Context: an optimization exercise on an open-source flow, tuned for small area and a short achievable clock period. The choices shown serve that exercise and are no tape-out recipe. The RTL was checked by simulation tests, not by an equivalence proof against the original design.

==> flow/design.v, too long to show whole: its modules and the start of the top module <==
// module sb64_aux: 438 lines
// module sb64_mul: 1960 lines
// module sb64_div: 135 lines
// module sb64_xunit: 51 lines
module sb64_xunit (
    input  wire        clk,
    input  wire        rst,         
    input  wire        in_valid,
    input  wire [4:0]  in_op,
    input  wire [31:0] in_a,
    input  wire [31:0] in_b,
    input  wire [31:0] in_c,
    input  wire [31:0] in_d,
    input  wire [23:0] in_opnd,
    input  wire        wr_en,
    input  wire [1:0]  wr_sel,      
    input  wire [31:0] wr_data,
    output wire        res1_valid,
    output wire [31:0] res1_data,
    output wire        res2_valid,
    output wire [31:0] res2_data,
    output wire [31:0] mlo,
    output wire [31:0] mhi,
    output wire        mulv_ovf,
    output wire        div_busy,
    output wire        div_valid,
    output wire [31:0] div_res,
    output wire        div_dz,
    output wire        div_ovf
);
  // ...
==> flow/flow/run.sh <==
#!/bin/bash
set -euo pipefail
here="$(cd "$(dirname "$0")/.." && pwd)"
cd "$here"
bash standard.sh synth > log_synth.txt 2>&1
export SETUP_SLACK_MARGIN=29.5
export BUFFER_PORTS_ARGS="-buffer_cell sky130_fd_sc_hd__buf_2"
bash standard.sh > log_layout.txt 2>&1
==> flow/standard.sh <==
#!/bin/bash
# synth_recipe.tcl (not shown) runs the flow's synth.tcl, then flattens the netlist and writes it again
# the make line also repeats each setting of config.mk as NAME=value (left out here)
make -C /OpenROAD-flow-scripts/flow DESIGN_CONFIG=/design/flow/config.mk WORK_HOME=/design/flow/orfs CLKGATE_MAP_FILE= SYNTH_SCRIPT=/design/flow/synth_recipe.tcl "${@:-finish}"
==> flow/config.mk <==
export PLATFORM = sky130hd
export DESIGN_NAME = sb64_xunit
export DESIGN_NICKNAME = sb64_xunit
export VERILOG_FILES = /design/flow/design.v
export SDC_FILE = /design/flow/constraint.sdc
export NUM_CORES = 4
export LEC_CHECK = 0
export CAP_MARGIN = 20
export CORE_MARGIN = 2
export CORE_UTILIZATION = 55
export PLACE_DENSITY = 0.62
export SLEW_MARGIN = 20
==> flow/constraint.sdc <==
create_clock -name core_clock -period 40.0 [get_ports {clk}]
set_input_delay 8.0000 -clock core_clock [delete_from_list [all_inputs] [get_ports {clk}]]
set_output_delay 8.0000 -clock core_clock [all_outputs]
set_load 0.01 [all_outputs]
==> results.json, run 1 <==
{
  "status": "timing/DRC/antenna clean",
  "ctsResizeCount": 352,
  "synth_most_common_cell": "xnor2_1",
  "viasPerCell": 6.39,
  "grt_max_degree": 105,
  "synth-seq-cells": 541,
  "synth_warnings": 4,
  "wl_met3_um": 35300,
  "cts_inserted_buffers": 66,
  "synth_compound_area_share_pct": 15.0,
  "startpoint": "in_c[3]",
  "ys_top_cells_by_count": "xnor2_1, nand2_1, inv_1",
  "place_inst": 10400,
  "grt_first_pass_wirelength_um": 441000,
  "path_clk_slew_ns": 0.06,
  "synth_edf_count": 112,
  "post_synth_xor_area_fraction_pct": 21.4,
  "synth.top_cell.area_share_pct": 15.3,
  "rrSetupSlack_ns": 29.81,
  "routed.top_layer": "met5",
  "clockRootBuffer": "clkbuf_16",
  "fillers": 11500,
  "yosys.area.top_type": "xnor2_1",
  "crit_family": "compound AO/OA/AOI/OAI gates",
  "use_met3_pct": 11.4,
  "dpl-instance-area_um2": 75500,
  "top_usage_layer": "met2",
  "buf_share_pct": 7.90,
  "die-width_um": 367,
  "multi_input_area_share_pct": 68.8
}
==> module sb64_aux, before the edit <==
module sb64_aux (
    input  wire        clk,
    input  wire        rst,
    input  wire        in_valid,
    input  wire [4:0]  op,
    input  wire [31:0] a,
    input  wire [31:0] b,
    input  wire [31:0] c,
    input  wire [31:0] d,
    input  wire [23:0] opnd,
    input  wire        wr_en,
    input  wire [1:0]  wr_sel,
    input  wire [31:0] wr_data,
    output reg         res1_valid,
    output wire [31:0] res1_data,
    output reg         res2_valid,
    output reg  [31:0] res2_data
);
    reg  [2:0]  crcsel;
    reg  [31:0] crcpoly_r;          
    always @(posedge clk) begin
        if (rst) begin
            crcsel    <= 3'd0;
            crcpoly_r <= 32'd0;
        end else if (wr_en) begin
            if (wr_sel == 2'd2) crcsel <= wr_data[2:0];
            if (wr_sel == 2'd3) crcpoly_r <= rev32(wr_data);
        end
    end
    wire msbf = crcsel[2];
    wire w16  = (crcsel[1:0] == 2'd2);
    reg  [31:0] rp;
    always @(*) begin
        case (crcsel[1:0])
            2'd0:    rp = 32'h82F63B78;
            2'd1:    rp = 32'hEDB88320;
            2'd2:    rp = 32'h00008408;
            default: rp = crcpoly_r;
        endcase
    end
    function [31:0] rev32(input [31:0] x);
        integer i;
        begin
            for (i = 0; i < 32; i = i + 1) rev32[i] = x[31-i];
        end
    endfunction
    function [7:0] inv8(input [31:0] r);       
        integer k, m;
        begin
            inv8 = 8'd1;
            for (k = 1; k < 8; k = k + 1)
                for (m = 1; m <= k; m = m + 1)
                    inv8[k] = inv8[k] ^ (r[m-1] & inv8[k-m]);
        end
    endfunction
    function [7:0] tbits(input [7:0] u, input [7:0] e);    
        integer k, j;
        begin
            tbits = 8'd0;
            for (k = 0; k < 8; k = k + 1)
                for (j = 0; j <= k; j = j + 1)
                    tbits[k] = tbits[k] ^ (u[k-j] & e[j]);
        end
    endfunction
    function [31:0] fold(input [7:0] t, input [31:0] r);   
        integer j;
        begin
            fold = 32'd0;
            for (j = 0; j < 8; j = j + 1)
                fold = fold ^ ({32{t[j]}} & (r >> (7 - j)));
        end
    endfunction
    function [31:0] foldh(input [3:0] t, input [31:0] r);   
        integer j;
        begin
            foldh = 32'd0;
            for (j = 0; j < 4; j = j + 1)
                foldh = foldh ^ ({32{t[j]}} & (r >> (3 - j)));
        end
    endfunction
    function [31:0] crc8(input [31:0] s, input [7:0] u, input [31:0] r);
        begin
            crc8 = (s >> 8) ^ fold(tbits(u, s[7:0]), r);
        end
    endfunction
    function [31:0] reflw(input [31:0] x, input is16);
        integer i;
        begin
            for (i = 0; i < 32; i = i + 1) reflw[i] = x[31-i];
            if (is16) begin
                reflw[31:16] = 16'd0;
                for (i = 0; i < 16; i = i + 1) reflw[i] = x[15-i];
            end
        end
    endfunction
    wire [7:0] u = inv8(rp);
    wire o_crcb = (op == 5'd0), o_crch = (op == 5'd1), o_crcw = (op == 5'd2);
    wire o_par  = (op == 5'd3), o_brev = (op == 5'd4), o_ckd  = (op == 5'd5);
    wire o_extu = (op == 5'd6), o_exts = (op == 5'd7), o_ins  = (op == 5'd8);
    wire o_clz  = (op == 5'd9), o_bperm = (op == 5'd10);
    wire o_crc  = o_crcb | o_crch | o_crcw;
    integer k;
    reg [31:0] bref;
    always @(*) begin
        for (k = 0; k < 32; k = k + 1)
            bref[k] = msbf ? b[(k & ~7) + 7 - (k & 7)] : b[k];
    end
    wire [31:0] dmask = op[1] ? 32'hFFFFFFFF : (op[0] ? 32'h0000FFFF : 32'h000000FF);
    wire [31:0] cin   = msbf ? reflw(a, w16) : (a & (w16 ? 32'h0000FFFF : 32'hFFFFFFFF));
    wire [31:0] z     = cin ^ (bref & dmask);
    wire [7:0]  t0    = tbits(u, z[7:0]);
    wire [31:0] zlo   = (z >> 8) ^ fold({4'd0, t0[3:0]}, rp);
    function [3:0] ckd_tab(input dbl, input [3:0] acc, input [3:0] dg);
        begin
            case ({dbl, acc, dg})
                9'b0_0000_0001: ckd_tab = 4'd1;
                9'b0_0000_0010: ckd_tab = 4'd2;
                9'b0_0000_0011: ckd_tab = 4'd3;
                9'b0_0000_0100: ckd_tab = 4'd4;
                9'b0_0000_0101: ckd_tab = 4'd5;
                9'b0_0000_0110: ckd_tab = 4'd6;
                9'b0_0000_0111: ckd_tab = 4'd7;
                9'b0_0000_1000: ckd_tab = 4'd8;
                9'b0_0000_1001: ckd_tab = 4'd9;
                9'b0_0001_0000: ckd_tab = 4'd1;
                9'b0_0001_0001: ckd_tab = 4'd2;
                9'b0_0001_0010: ckd_tab = 4'd3;
                9'b0_0001_0011: ckd_tab = 4'd4;
                9'b0_0001_0100: ckd_tab = 4'd5;
                9'b0_0001_0101: ckd_tab = 4'd6;
                9'b0_0001_0110: ckd_tab = 4'd7;
                9'b0_0001_0111: ckd_tab = 4'd8;
                9'b0_0001_1000: ckd_tab = 4'd9;
                9'b0_0010_0000: ckd_tab = 4'd2;
                9'b0_0010_0001: ckd_tab = 4'd3;
                9'b0_0010_0010: ckd_tab = 4'd4;
                9'b0_0010_0011: ckd_tab = 4'd5;
                9'b0_0010_0100: ckd_tab = 4'd6;
                9'b0_0010_0101: ckd_tab = 4'd7;
                9'b0_0010_0110: ckd_tab = 4'd8;
                9'b0_0010_0111: ckd_tab = 4'd9;
                9'b0_0010_1001: ckd_tab = 4'd1;
                9'b0_0011_0000: ckd_tab = 4'd3;
                9'b0_0011_0001: ckd_tab = 4'd4;
                9'b0_0011_0010: ckd_tab = 4'd5;
                9'b0_0011_0011: ckd_tab = 4'd6;
                9'b0_0011_0100: ckd_tab = 4'd7;
                9'b0_0011_0101: ckd_tab = 4'd8;
                9'b0_0011_0110: ckd_tab = 4'd9;
                9'b0_0011_1000: ckd_tab = 4'd1;
                9'b0_0011_1001: ckd_tab = 4'd2;
                9'b0_0100_0000: ckd_tab = 4'd4;
                9'b0_0100_0001: ckd_tab = 4'd5;
                9'b0_0100_0010: ckd_tab = 4'd6;
                9'b0_0100_0011: ckd_tab = 4'd7;
                9'b0_0100_0100: ckd_tab = 4'd8;
                9'b0_0100_0101: ckd_tab = 4'd9;
                9'b0_0100_0111: ckd_tab = 4'd1;
                9'b0_0100_1000: ckd_tab = 4'd2;
                9'b0_0100_1001: ckd_tab = 4'd3;
                9'b0_0101_0000: ckd_tab = 4'd5;
                9'b0_0101_0001: ckd_tab = 4'd6;
                9'b0_0101_0010: ckd_tab = 4'd7;
                9'b0_0101_0011: ckd_tab = 4'd8;
                9'b0_0101_0100: ckd_tab = 4'd9;
                9'b0_0101_0110: ckd_tab = 4'd1;
                9'b0_0101_0111: ckd_tab = 4'd2;
                9'b0_0101_1000: ckd_tab = 4'd3;
                9'b0_0101_1001: ckd_tab = 4'd4;
                9'b0_0110_0000: ckd_tab = 4'd6;
                9'b0_0110_0001: ckd_tab = 4'd7;
                9'b0_0110_0010: ckd_tab = 4'd8;
                9'b0_0110_0011: ckd_tab = 4'd9;
                9'b0_0110_0101: ckd_tab = 4'd1;
                9'b0_0110_0110: ckd_tab = 4'd2;
                9'b0_0110_0111: ckd_tab = 4'd3;
                9'b0_0110_1000: ckd_tab = 4'd4;
                9'b0_0110_1001: ckd_tab = 4'd5;
                9'b0_0111_0000: ckd_tab = 4'd7;
                9'b0_0111_0001: ckd_tab = 4'd8;
                9'b0_0111_0010: ckd_tab = 4'd9;
                9'b0_0111_0100: ckd_tab = 4'd1;
                9'b0_0111_0101: ckd_tab = 4'd2;
                9'b0_0111_0110: ckd_tab = 4'd3;
                9'b0_0111_0111: ckd_tab = 4'd4;
                9'b0_0111_1000: ckd_tab = 4'd5;
                9'b0_0111_1001: ckd_tab = 4'd6;
                9'b0_1000_0000: ckd_tab = 4'd8;
                9'b0_1000_0001: ckd_tab = 4'd9;
                9'b0_1000_0011: ckd_tab = 4'd1;
                9'b0_1000_0100: ckd_tab = 4'd2;
                9'b0_1000_0101: ckd_tab = 4'd3;
                9'b0_1000_0110: ckd_tab = 4'd4;
                9'b0_1000_0111: ckd_tab = 4'd5;
                9'b0_1000_1000: ckd_tab = 4'd6;
                9'b0_1000_1001: ckd_tab = 4'd7;
                9'b0_1001_0000: ckd_tab = 4'd9;
                9'b0_1001_0010: ckd_tab = 4'd1;
                9'b0_1001_0011: ckd_tab = 4'd2;
                9'b0_1001_0100: ckd_tab = 4'd3;
                9'b0_1001_0101: ckd_tab = 4'd4;
                9'b0_1001_0110: ckd_tab = 4'd5;
                9'b0_1001_0111: ckd_tab = 4'd6;
                9'b0_1001_1000: ckd_tab = 4'd7;
                9'b0_1001_1001: ckd_tab = 4'd8;
                9'b1_0000_0001: ckd_tab = 4'd2;
                9'b1_0000_0010: ckd_tab = 4'd4;
                9'b1_0000_0011: ckd_tab = 4'd6;
                9'b1_0000_0100: ckd_tab = 4'd8;
                9'b1_0000_0101: ckd_tab = 4'd1;
                9'b1_0000_0110: ckd_tab = 4'd3;
                9'b1_0000_0111: ckd_tab = 4'd5;
                9'b1_0000_1000: ckd_tab = 4'd7;
                9'b1_0000_1001: ckd_tab = 4'd9;
                9'b1_0001_0000: ckd_tab = 4'd1;
                9'b1_0001_0001: ckd_tab = 4'd3;
                9'b1_0001_0010: ckd_tab = 4'd5;
                9'b1_0001_0011: ckd_tab = 4'd7;
                9'b1_0001_0100: ckd_tab = 4'd9;
                9'b1_0001_0101: ckd_tab = 4'd2;
                9'b1_0001_0110: ckd_tab = 4'd4;
                9'b1_0001_0111: ckd_tab = 4'd6;
                9'b1_0001_1000: ckd_tab = 4'd8;
                9'b1_0010_0000: ckd_tab = 4'd2;
                9'b1_0010_0001: ckd_tab = 4'd4;
                9'b1_0010_0010: ckd_tab = 4'd6;
                9'b1_0010_0011: ckd_tab = 4'd8;
                9'b1_0010_0101: ckd_tab = 4'd3;
                9'b1_0010_0110: ckd_tab = 4'd5;
                9'b1_0010_0111: ckd_tab = 4'd7;
                9'b1_0010_1000: ckd_tab = 4'd9;
                9'b1_0010_1001: ckd_tab = 4'd1;
                9'b1_0011_0000: ckd_tab = 4'd3;
                9'b1_0011_0001: ckd_tab = 4'd5;
                9'b1_0011_0010: ckd_tab = 4'd7;
                9'b1_0011_0011: ckd_tab = 4'd9;
                9'b1_0011_0100: ckd_tab = 4'd1;
                9'b1_0011_0101: ckd_tab = 4'd4;
                9'b1_0011_0110: ckd_tab = 4'd6;
                9'b1_0011_0111: ckd_tab = 4'd8;
                9'b1_0011_1001: ckd_tab = 4'd2;
                9'b1_0100_0000: ckd_tab = 4'd4;
                9'b1_0100_0001: ckd_tab = 4'd6;
                9'b1_0100_0010: ckd_tab = 4'd8;
                9'b1_0100_0100: ckd_tab = 4'd2;
                9'b1_0100_0101: ckd_tab = 4'd5;
                9'b1_0100_0110: ckd_tab = 4'd7;
                9'b1_0100_0111: ckd_tab = 4'd9;
                9'b1_0100_1000: ckd_tab = 4'd1;
                9'b1_0100_1001: ckd_tab = 4'd3;
                9'b1_0101_0000: ckd_tab = 4'd5;
                9'b1_0101_0001: ckd_tab = 4'd7;
                9'b1_0101_0010: ckd_tab = 4'd9;
                9'b1_0101_0011: ckd_tab = 4'd1;
                9'b1_0101_0100: ckd_tab = 4'd3;
                9'b1_0101_0101: ckd_tab = 4'd6;
                9'b1_0101_0110: ckd_tab = 4'd8;
                9'b1_0101_1000: ckd_tab = 4'd2;
                9'b1_0101_1001: ckd_tab = 4'd4;
                9'b1_0110_0000: ckd_tab = 4'd6;
                9'b1_0110_0001: ckd_tab = 4'd8;
                9'b1_0110_0011: ckd_tab = 4'd2;
                9'b1_0110_0100: ckd_tab = 4'd4;
                9'b1_0110_0101: ckd_tab = 4'd7;
                9'b1_0110_0110: ckd_tab = 4'd9;
                9'b1_0110_0111: ckd_tab = 4'd1;
                9'b1_0110_1000: ckd_tab = 4'd3;
                9'b1_0110_1001: ckd_tab = 4'd5;
                9'b1_0111_0000: ckd_tab = 4'd7;
                9'b1_0111_0001: ckd_tab = 4'd9;
                9'b1_0111_0010: ckd_tab = 4'd1;
                9'b1_0111_0011: ckd_tab = 4'd3;
                9'b1_0111_0100: ckd_tab = 4'd5;
                9'b1_0111_0101: ckd_tab = 4'd8;
                9'b1_0111_0111: ckd_tab = 4'd2;
                9'b1_0111_1000: ckd_tab = 4'd4;
                9'b1_0111_1001: ckd_tab = 4'd6;
                9'b1_1000_0000: ckd_tab = 4'd8;
                9'b1_1000_0010: ckd_tab = 4'd2;
                9'b1_1000_0011: ckd_tab = 4'd4;
                9'b1_1000_0100: ckd_tab = 4'd6;
                9'b1_1000_0101: ckd_tab = 4'd9;
                9'b1_1000_0110: ckd_tab = 4'd1;
                9'b1_1000_0111: ckd_tab = 4'd3;
                9'b1_1000_1000: ckd_tab = 4'd5;
                9'b1_1000_1001: ckd_tab = 4'd7;
                9'b1_1001_0000: ckd_tab = 4'd9;
                9'b1_1001_0001: ckd_tab = 4'd1;
                9'b1_1001_0010: ckd_tab = 4'd3;
                9'b1_1001_0011: ckd_tab = 4'd5;
                9'b1_1001_0100: ckd_tab = 4'd7;
                9'b1_1001_0110: ckd_tab = 4'd2;
                9'b1_1001_0111: ckd_tab = 4'd4;
                9'b1_1001_1000: ckd_tab = 4'd6;
                9'b1_1001_1001: ckd_tab = 4'd8;
                default: ckd_tab = 4'd0;
            endcase
        end
    endfunction
    wire        ckd_ok = ~(|a[31:4]) & ~(a[3] & (a[2] | a[1]))             
                       & ~(|b[31:6]) & ~(b[5] ^ b[4]) & ~(b[3] & (b[2] | b[1]));   
    wire [31:0] ckd    = ckd_ok ? {28'd0, ckd_tab(opnd[0], a[3:0], b[3:0])} : 32'hFFFFFFFF;
    function [31:0] th(input [6:0] n);         
        integer i;
        reg [3:0] gh, eh;
        reg [7:0] gl;
        begin
            gh = {1'b0, n[4] & n[3], n[4], n[4] | n[3]};
            eh = {n[4] & n[3], n[4] & ~n[3], ~n[4] & n[3], ~n[4] & ~n[3]};
            gl = {1'b0, n[2] & n[1] & n[0], n[2] & n[1], n[2] & (n[1] | n[0]), n[2],
                  n[2] | (n[1] & n[0]), n[2] | n[1], n[2] | n[1] | n[0]};
            for (i = 0; i < 32; i = i + 1)
                th[i] = gh[i >> 3] | (eh[i >> 3] & gl[i & 7]);
            if (n[6] | n[5]) th = 32'hFFFFFFFF;
        end
    endfunction
    function [6:0] add56(input [4:0] x, input [5:0] y);    
        reg [5:0] g, p;
        reg [6:0] cy;
        integer i;
        begin
            g  = {1'b0, x} & y;
            p  = {1'b0, x} ^ y;
            cy[0] = 1'b0;
            for (i = 0; i < 6; i = i + 1)
                cy[i+1] = g[i] | (p[i] & cy[i]);
            add56 = {cy[6], p ^ cy[5:0]};
        end
    endfunction
    wire        e_big = (|c[31:6]) | (c[5] & (|c[4:0]));
    wire [5:0]  e_w   = e_big ? 6'd32 : c[5:0];
    wire        e_nil = (c == 32'd0) | (|b[31:5]);
    wire [31:0] e_thw = e_big ? 32'hFFFFFFFF : th({1'b0, c[5:0]});
    wire [31:0] e_thp = th({2'b00, b[4:0]});
    wire [31:0] e_in  = rev32(~e_thp);                         
    wire [31:0] emask = e_thw & e_in;
    wire [31:0] e_top = e_thw & ~{1'b0, e_thw[31:1]} & e_in;   
    wire        i_big = (|d[31:6]) | (d[5] & (|d[4:0]));
    wire        i_nil = (d == 32'd0) | (|c[31:5]);
    wire [6:0]  i_s   = add56(c[4:0], d[5:0]);                 
    wire [31:0] fmask = (i_big ? 32'hFFFFFFFF : th(i_s)) & ~th({2'b00, c[4:0]});   
    wire [31:0] r_in  = op[3] ? {b[0], b[31:1]} : a;
    wire [4:0]  r_amt = op[3] ? ~c[4:0] : b[4:0];
    wire [63:0] rr    = {r_in, r_in} >> r_amt;
    wire [31:0] rot   = rr[31:0];
    wire [31:0] efld  = e_nil ? 32'd0 : (rot & emask);
    wire [31:0] etop  = rot & e_top;
    wire [3:0]  esg4  = {|etop[31:24], |etop[23:16], |etop[15:8], |etop[7:0]};
    wire [31:0] ins   = i_nil ? a : ((a & ~fmask) | (rot & fmask));
    reg [5:0] clz;
    reg [7:0] nz, first;
    reg [1:0] lzn [0:7];
    reg [1:0] lzs;
    reg [2:0] nzs;
    integer j;
    always @(*) begin
        for (j = 0; j < 8; j = j + 1) begin
            nz[j]  = |a[4*j +: 4];
            lzn[j] = a[4*j+3] ? 2'd0 : (a[4*j+2] ? 2'd1 : (a[4*j+1] ? 2'd2 : 2'd3));
        end
        for (j = 0; j < 8; j = j + 1)
            first[j] = nz[j] & ~(|(nz >> (j + 1)));
        lzs = 2'd0;
        nzs = 3'd0;
        for (j = 0; j < 8; j = j + 1) begin
            lzs = lzs | ({2{first[j]}} & lzn[j]);
            nzs = nzs | ({3{first[j]}} & (3'd7 - j[2:0]));
        end
        clz = (|nz) ? {1'b0, nzs, lzs} : 6'd32;
    end
    reg [31:0] bperm, brev;
    reg [3:0]  s;
    reg [1:0]  bs;
    reg [7:0]  byt;
    integer n;
    always @(*) begin
        for (n = 0; n < 4; n = n + 1) begin
            s   = opnd[4*n +: 4];
            case (opnd[1:0])
                2'd1:    bs = n[1:0] ^ 2'd1;
                2'd2:    bs = 2'd3 - n[1:0];
                default: bs = n[1:0];
            endcase
            byt = a[8*(op[3] ? s[1:0] : bs) +: 8];
            bperm[8*n +: 8] = s[3] ? 8'h00 : (s[2] ? {8{byt[7]}} : byt);
            for (k = 0; k < 8; k = k + 1)
                brev[8*n + k] = (opnd[1:0] == 2'd3) ? byt[k] : byt[7 - k];
        end
    end
    wire [31:0] y1 = ({32{o_crc}}   & zlo)
                   | ({32{o_par}}   & {31'd0, ^a})
                   | ({32{o_brev}}  & brev)
                   | ({32{o_ckd}}   & ckd)
                   | ({32{o_extu | o_exts}} & efld)
                   | ({32{o_ins}}   & ins)
                   | ({32{o_clz}}   & {26'd0, clz})
                   | ({32{o_bperm}} & bperm);
    reg  [31:0] s1_y;
    reg  [3:0]  s1_t;
    reg  [3:0]  s1_sg;              
    reg  [5:0]  s1_w;               
    reg         s1_refl, s1_w16, s1_h, s2_v;
    reg  [31:0] rp_d1;
    reg  [7:0]  u_d1;
    reg         msbf_d1, w16_d1;
    always @(posedge clk) begin
        s1_y    <= y1;
        s1_t    <= o_crc ? t0[7:4] : 4'd0;
        s1_sg   <= (o_exts & ~e_nil) ? esg4 : 4'd0;
        s1_w    <= e_w;
        s1_refl <= o_crcb & msbf;
        s1_w16  <= w16;
        s1_h    <= o_crch;
        rp_d1   <= rp;
        u_d1    <= u;
        msbf_d1 <= msbf;
        w16_d1  <= w16;
        if (rst) begin
            res1_valid <= 1'b0;
            s2_v       <= 1'b0;
            res2_valid <= 1'b0;
        end else begin
            res1_valid <= in_valid & (op <= 5'd10) & ~o_crch & ~o_crcw;
            s2_v       <= in_valid & (o_crch | o_crcw);
            res2_valid <= s2_v;
        end
    end
    wire [31:0] c1e  = s1_y ^ foldh(s1_t, rp_d1);
    wire [31:0] fill = {32{|s1_sg}} & ~th({1'b0, s1_w});
    assign res1_data = (s1_refl ? reflw(c1e, s1_w16) : c1e) | fill;
    wire [31:0] c1   = c1e;
    wire [31:0] c2 = crc8(c1, u_d1, rp_d1);
    wire [31:0] c3 = crc8(c2, u_d1, rp_d1);
    wire [31:0] c4 = crc8(c3, u_d1, rp_d1);
    wire [31:0] cf = s1_h ? c2 : c4;
    always @(posedge clk)
        res2_data <= msbf_d1 ? reflw(cf, w16_d1) : cf;
endmodule
==> run 2: changes to the inputs <==
--- a/flow/design.v
+++ b/flow/design.v
@@ -110,5 +110,10 @@
     wire [31:0] z     = cin ^ (bref & dmask);
     wire [7:0]  t0    = tbits(u, z[7:0]);
-    wire [31:0] zlo   = (z >> 8) ^ fold({4'd0, t0[3:0]}, rp);
+    wire [31:0] m0    = fold(tbits(u, 8'd1) & 8'h0F, rp);
+    wire [31:0] m1    = fold(tbits(u, 8'd2) & 8'h0F, rp);
+    wire [31:0] m2    = fold(tbits(u, 8'd4) & 8'h0F, rp);
+    wire [31:0] m3    = fold(tbits(u, 8'd8) & 8'h0F, rp);
+    wire [31:0] zlo   = (z >> 8) ^ ({32{z[0]}} & m0) ^ ({32{z[1]}} & m1)
+                                 ^ ({32{z[2]}} & m2) ^ ({32{z[3]}} & m3);
     function [3:0] ckd_tab(input dbl, input [3:0] acc, input [3:0] dg);
         begin
@@ -315,15 +320,144 @@
         end
     endfunction
-    function [6:0] add56(input [4:0] x, input [5:0] y);    
-        reg [5:0] g, p;
-        reg [6:0] cy;
-        integer i;
+    function [7:0] ins_lo(input [2:0] pl, input [2:0] wl);
+        begin
+            case ({pl, wl})
+                6'b000_000: ins_lo = 8'b00000000;
+                6'b000_001: ins_lo = 8'b00000001;
+                6'b000_010: ins_lo = 8'b00000011;
+                6'b000_011: ins_lo = 8'b00000111;
+                6'b000_100: ins_lo = 8'b00001111;
+                6'b000_101: ins_lo = 8'b00011111;
+                6'b000_110: ins_lo = 8'b00111111;
+                6'b000_111: ins_lo = 8'b01111111;
+                6'b001_000: ins_lo = 8'b00000001;
+                6'b001_001: ins_lo = 8'b00000011;
+                6'b001_010: ins_lo = 8'b00000111;
+                6'b001_011: ins_lo = 8'b00001111;
+                6'b001_100: ins_lo = 8'b00011111;
+                6'b001_101: ins_lo = 8'b00111111;
+                6'b001_110: ins_lo = 8'b01111111;
+                6'b001_111: ins_lo = 8'b10000000;
+                6'b010_000: ins_lo = 8'b00000011;
+                6'b010_001: ins_lo = 8'b00000111;
+                6'b010_010: ins_lo = 8'b00001111;
+                6'b010_011: ins_lo = 8'b00011111;
+                6'b010_100: ins_lo = 8'b00111111;
+                6'b010_101: ins_lo = 8'b01111111;
+                6'b010_110: ins_lo = 8'b10000000;
+                6'b010_111: ins_lo = 8'b10000001;
+                6'b011_000: ins_lo = 8'b00000111;
+                6'b011_001: ins_lo = 8'b00001111;
+                6'b011_010: ins_lo = 8'b00011111;
+                6'b011_011: ins_lo = 8'b00111111;
+                6'b011_100: ins_lo = 8'b01111111;
+                6'b011_101: ins_lo = 8'b10000000;
+                6'b011_110: ins_lo = 8'b10000001;
+                6'b011_111: ins_lo = 8'b10000011;
+                6'b100_000: ins_lo = 8'b00001111;
+                6'b100_001: ins_lo = 8'b00011111;
+                6'b100_010: ins_lo = 8'b00111111;
+                6'b100_011: ins_lo = 8'b01111111;
+                6'b100_100: ins_lo = 8'b10000000;
+                6'b100_101: ins_lo = 8'b10000001;
+                6'b100_110: ins_lo = 8'b10000011;
+                6'b100_111: ins_lo = 8'b10000111;
+                6'b101_000: ins_lo = 8'b00011111;
+                6'b101_001: ins_lo = 8'b00111111;
+                6'b101_010: ins_lo = 8'b01111111;
+                6'b101_011: ins_lo = 8'b10000000;
+                6'b101_100: ins_lo = 8'b10000001;
+                6'b101_101: ins_lo = 8'b10000011;
+                6'b101_110: ins_lo = 8'b10000111;
+                6'b101_111: ins_lo = 8'b10001111;
+                6'b110_000: ins_lo = 8'b00111111;
+                6'b110_001: ins_lo = 8'b01111111;
+                6'b110_010: ins_lo = 8'b10000000;
+                6'b110_011: ins_lo = 8'b10000001;
+                6'b110_100: ins_lo = 8'b10000011;
+                6'b110_101: ins_lo = 8'b10000111;
+                6'b110_110: ins_lo = 8'b10001111;
+                6'b110_111: ins_lo = 8'b10011111;
+                6'b111_000: ins_lo = 8'b01111111;
+                6'b111_001: ins_lo = 8'b10000000;
+                6'b111_010: ins_lo = 8'b10000001;
+                6'b111_011: ins_lo = 8'b10000011;
+                6'b111_100: ins_lo = 8'b10000111;
+                6'b111_101: ins_lo = 8'b10001111;
+                6'b111_110: ins_lo = 8'b10011111;
+                6'b111_111: ins_lo = 8'b10111111;
+                default: ins_lo = 8'd0;
+            endcase
+        end
+    endfunction
+    function [7:0] ins_hi(input [1:0] ph, input [2:0] wh, input cy);
         begin
-            g  = {1'b0, x} & y;
-            p  = {1'b0, x} ^ y;
-            cy[0] = 1'b0;
-            for (i = 0; i < 6; i = i + 1)
-                cy[i+1] = g[i] | (p[i] & cy[i]);
-            add56 = {cy[6], p ^ cy[5:0]};
+            case ({ph, wh, cy})
+                6'b00_000_0: ins_hi = 8'b00010000;
+                6'b00_000_1: ins_hi = 8'b00100001;
+                6'b00_001_0: ins_hi = 8'b00100001;
+                6'b00_001_1: ins_hi = 8'b01000011;
+                6'b00_010_0: ins_hi = 8'b01000011;
+                6'b00_010_1: ins_hi = 8'b10000111;
+                6'b00_011_0: ins_hi = 8'b10000111;
+                6'b00_011_1: ins_hi = 8'b00001111;
+                6'b00_100_0: ins_hi = 8'b00001111;
+                6'b00_100_1: ins_hi = 8'b00001111;
+                6'b00_101_0: ins_hi = 8'b00001111;
+                6'b00_101_1: ins_hi = 8'b00001111;
+                6'b00_110_0: ins_hi = 8'b00001111;
+                6'b00_110_1: ins_hi = 8'b00001111;
+                6'b00_111_0: ins_hi = 8'b00001111;
+                6'b00_111_1: ins_hi = 8'b00001111;
+                6'b01_000_0: ins_hi = 8'b00100001;
+                6'b01_000_1: ins_hi = 8'b01000011;
+                6'b01_001_0: ins_hi = 8'b01000011;
+                6'b01_001_1: ins_hi = 8'b10000111;
+                6'b01_010_0: ins_hi = 8'b10000111;
+                6'b01_010_1: ins_hi = 8'b00001111;
+                6'b01_011_0: ins_hi = 8'b00001111;
+                6'b01_011_1: ins_hi = 8'b00001111;
+                6'b01_100_0: ins_hi = 8'b00001111;
+                6'b01_100_1: ins_hi = 8'b00001111;
+                6'b01_101_0: ins_hi = 8'b00001111;
+                6'b01_101_1: ins_hi = 8'b00001111;
+                6'b01_110_0: ins_hi = 8'b00001111;
+                6'b01_110_1: ins_hi = 8'b00001111;
+                6'b01_111_0: ins_hi = 8'b00001111;
+                6'b01_111_1: ins_hi = 8'b00001111;
+                6'b10_000_0: ins_hi = 8'b01000011;
+                6'b10_000_1: ins_hi = 8'b10000111;
+                6'b10_001_0: ins_hi = 8'b10000111;
+                6'b10_001_1: ins_hi = 8'b00001111;
+                6'b10_010_0: ins_hi = 8'b00001111;
+                6'b10_010_1: ins_hi = 8'b00001111;
+                6'b10_011_0: ins_hi = 8'b00001111;
+                6'b10_011_1: ins_hi = 8'b00001111;
+                6'b10_100_0: ins_hi = 8'b00001111;
+                6'b10_100_1: ins_hi = 8'b00001111;
+                6'b10_101_0: ins_hi = 8'b00001111;
+                6'b10_101_1: ins_hi = 8'b00001111;
+                6'b10_110_0: ins_hi = 8'b00001111;
+                6'b10_110_1: ins_hi = 8'b00001111;
+                6'b10_111_0: ins_hi = 8'b00001111;
+                6'b10_111_1: ins_hi = 8'b00001111;
+                6'b11_000_0: ins_hi = 8'b10000111;
+                6'b11_000_1: ins_hi = 8'b00001111;
+                6'b11_001_0: ins_hi = 8'b00001111;
+                6'b11_001_1: ins_hi = 8'b00001111;
+                6'b11_010_0: ins_hi = 8'b00001111;
+                6'b11_010_1: ins_hi = 8'b00001111;
+                6'b11_011_0: ins_hi = 8'b00001111;
+                6'b11_011_1: ins_hi = 8'b00001111;
+                6'b11_100_0: ins_hi = 8'b00001111;
+                6'b11_100_1: ins_hi = 8'b00001111;
+                6'b11_101_0: ins_hi = 8'b00001111;
+                6'b11_101_1: ins_hi = 8'b00001111;
+                6'b11_110_0: ins_hi = 8'b00001111;
+                6'b11_110_1: ins_hi = 8'b00001111;
+                6'b11_111_0: ins_hi = 8'b00001111;
+                6'b11_111_1: ins_hi = 8'b00001111;
+                default: ins_hi = 8'd0;
+            endcase
         end
     endfunction
@@ -338,6 +472,13 @@
     wire        i_big = (|d[31:6]) | (d[5] & (|d[4:0]));
     wire        i_nil = (d == 32'd0) | (|c[31:5]);
-    wire [6:0]  i_s   = add56(c[4:0], d[5:0]);                 
-    wire [31:0] fmask = (i_big ? 32'hFFFFFFFF : th(i_s)) & ~th({2'b00, c[4:0]});   
+    wire [7:0]  i_lo  = ins_lo(c[2:0], d[2:0]);
+    wire [7:0]  i_hi0 = ins_hi(c[4:3], d[5:3], 1'b0);
+    wire [7:0]  i_hi1 = ins_hi(c[4:3], d[5:3], 1'b1);
+    wire [7:0]  i_hi  = i_lo[7] ? i_hi1 : i_hi0;
+    reg  [31:0] i_ths;                                         
+    always @(*)
+        for (k = 0; k < 32; k = k + 1)
+            i_ths[k] = i_hi[k >> 3] | (i_hi[4 + (k >> 3)] & ((k & 7) < 7 ? i_lo[k & 7] : 1'b0));
+    wire [31:0] fmask = (i_big ? 32'hFFFFFFFF : i_ths) & ~th({2'b00, c[4:0]});   
     wire [31:0] r_in  = op[3] ? {b[0], b[31:1]} : a;
     wire [4:0]  r_amt = op[3] ? ~c[4:0] : b[4:0];
==> run 2 against run 1 <==
Net effect:
- via count increased by 5.1%
- register-to-register slack got worse by 0.08 ns
- critical path type is now flip-flop to output pin
- critical path depth decreased by 2
- flip-flop and latch count unchanged
- design area increased by 3.2%
- largest cell class unchanged
- clock skew increased by 0.026 ns
==> results.json, run 2 <==
{
  "vias": 72400,
  "synth.distinct_cells": 91,
  "ant_nets": 0,
  "place_inst": 10800,
  "arrival_ns": 2.76,
  "synthArstFlopShare_pct": 0,
  "timing.slew.headroom_pct": 23.4,
  "yosys.area.top_type": "xnor2_1",
  "fillers": 11800,
  "clk_latency_ns": 0.70,
  "grt_max_degree": 106,
  "gp_congestion": 1.04,
  "synthAdderAreaFrac_pct": 18.1,
  "final_max_slew_viol_count": 0,
  "post_synth_xor_area_fraction_pct": 21.3,
  "synth_nets": 10300,
  "final_common_cell": "nand2_1",
  "hpwlAfterDp_um": 206000,
  "die_area_um2": 139000,
  "viasPerCell": 6.46,
  "hold_class": "flip-flop to flip-flop",
  "synth.top_cell.area_share_pct": 14.9,
  "fin_cells": 11200,
  "muxShareOfSynthArea_pct": 7.34,
  "syn_area_um2": 74900,
  "drc": 0,
  "rows": 135,
  "nets": 10300,
  "core_um2": 135000,
  "crit_path_end_kind": "output pin",
  "wl_per_cell_um": 28.4,
  "clockRootBuffer": "clkbuf_16",
  "tns_ns": 0,
  "cts_inserted_buffers": 66,
  "worst_ep_required_time_ns": 32.00,
  "ys_top_cells_by_area": "xnor2_1, fa_1, dfxtp_1",
  "synth-seq-cells": 541,
  "period_minus_slack_ns": 10.76,
  "worstPathMaxFanout": 10,
  "drtIter0Drc": 9277,
  "wl_um": 319000,
  "gr-total-overflow": 0,
  "avgSynthCellArea_um2": 8.05,
  "portBuffers": 353,
  "tightest_slew_ns": 1.15,
  "finalHoldViolCount": 0,
  "cap_viol_max_count": 0,
  "grt.total_usage_pct": 43.6,
  "synth_compound_area_share_pct": 15.7,
  "yosys.area_share.simple_pct": 13.8,
  "path_clk_slew_ns": 0.06,
  "antenna_found_initial": 32,
  "die-width_um": 373,
  "utilization_pct": 62.9,
  "layout-drive-gt1-share_pct": 14.7,
  "cts_buffer_depth": 3,
  "clock-sinks": 541,
  "fmax_mhz": 93.0,
  "start_util_pct": 55.4,
  "synth_top_family_by_area": "XOR/XNOR gates",
  "synthFlopType": "dfxtp_1",
  "synth_warnings": 4,
  "final_cell_mix": "nand2_1, xnor2_1, inv_1",
  "ios": 362,
  "rsz0062_at_grt": "true",
  "cts_tree": "built",
  "reg_top3": "u_mul.s2_p (64), u_mul.s3_p (64)",
  "synth_edf_count": 112,
  "fin_skew_ns": 0.0729,
  "ys_seq_area_share_pct": 15.9,
  "status": "timing/DRC/antenna clean",
  "htree_levels": 3,
  "grt_pass1_vias": 69400,
  "critPathKind": "flip-flop to output pin",
  "drtPass1Iterations": 8,
  "synth_most_common_cell": "nand2_1",
  "critPathLaunchType": "flip-flop",
  "grt_first_pass_wirelength_um": 458000,
  "syn2layout_area_growth_pct": 13.6,
  "finalCritPeriodShare_pct": 26.9,
  "die_h_um": 373,
  "whs_ns": 0.289,
  "synthCells": 9309,
  "ys_top_cells_by_count": "nand2_1, xnor2_1, inv_1",
  "finalSetupViolCount": 0
}
[run 2: cell types whose count changed after synthesis, moves of 19 or more]
cell | previous run | this run
o211ai_1 | 71 | 46
nand2_1 | 1253 | 1408
a21o_1 | 34 | 56
ha_1 | 232 | 257
a221o_1 | 8 | 53
xor2_1 | 242 | 322
mux2i_1 | 435 | 416
clkbuf_1 | 606 | 639
a21oi_1 | 412 | 431
[run 2: through the flow]
| stage | setup WS [ns] | area, um^2 |
|---|---|---|
| 2_1_floorplan | 29.15 | 75200 |
| 3_3_place_gp | 27.71 | 77700 |
| 3_5_place_dp | 27.64 | 77700 |
| 4_1_cts | 29.40 | 82700 |
| 5_1_grt | 29.25 | 85100 |
| 6_report | 29.24 | 85100 |
[run 2: critical path, stage by stage, from the launching register on]
cell     delay (ns)
dfxtp_2        0.39
buf_12         0.15
buf_4          0.15
nand2_1        0.10
xor2_2         0.40
xnor2_2        0.19
buf_4          0.21
nor2_1         0.06
a21oi_1        0.15
o21ai_1        0.11
buf_2          0.16
[run 2: layout make-up]
class / instances / area (um^2) / share of cell area (%)
Tap cell: 1781 / 2230 / 2.62
Sequential cell: 541 / 12100 / 14.2
Multi-Input combinational cell: 7242 / 59100 / 69.5
Timing Repair Buffer: 790 / 6740 / 7.91
Antenna cell: 20 / 50.0 / 0.0588
Inverter: 710 / 2740 / 3.22
Clock buffer: 86 / 1830 / 2.15
Clock inverter: 31 / 345 / 0.406
[run 2: per-layer routing]
layer | GRT usage (%) | up-vias | wire, um
met4 | 30.0 | 16 | 26200
met3 | 12.1 | 1444 | 39700
li1 | - | 31000 | -
met5 | 0 | - | 103
met2 | 66.4 | 5099 | 138000
met1 | 53.5 | 34800 | 115000
[run 2: path summary, 6_finish.rpt]
check | end | cells past startpoint | startpoint | slack, ns
max | res1_data[13] | 10 | u_aux.s1_t[2] | 29.24
min | u_mul.s3_p[8] | 0 | u_mul.s2_p[8] | 0.29
max reg2reg | u_mul.s2_p[63] | 36 | u_mul.s1_b[13] | 29.73
min reg2reg | u_mul.s3_p[8] | 0 | u_mul.s2_p[8] | 0.29
[run 2: logic make-up after synthesis]
family                     count (synthesis)
buffers and inverters                   1527
AOI/OAI and AO/OA                       1790
muxes                                    500
xor gates and xnor gates                1684
and+or+nand+nor                         2490
adders and majority gates                777
DFF                                      541
[run 2: timing repair]
action	4_1_cts	5_1_grt
gates cloned	24	11
setup buffers	112	81
hold buffers	0	0
pin swaps	72	108
resized for setup	315	320
endpoints found under the hold margin	0	0
setup endpoints to repair	69	67

## re-timing with driven ports
Ports are ideal in the flow. The routed layouts listed here were re-timed in OpenROAD.
Step 1, drivers: a clkbuf_16 drives clk and a buf_2 each remaining input, both assumed.
Step 2 moves the port delays by t, midway between the first and last clock arrival at a register: inputs arrive t later, outputs are due t later. That takes back most of the time a late clock gives input paths.
Three values: ideal ports, drivers, drivers and shift; two values: the first two.
run	shift t [ns]	setup WS [ns]	worst setup path after step 2
run 1	0.742	29.236 / 29.234 / 28.516	input to register
run 2	0.754	29.244 / 29.155 / 28.586	input to register
After both steps every run listed still meets setup and hold. For run 1, which loses most, drivers alone change the setup slack by -0.002 ns; drivers and shift together by -0.720 ns.
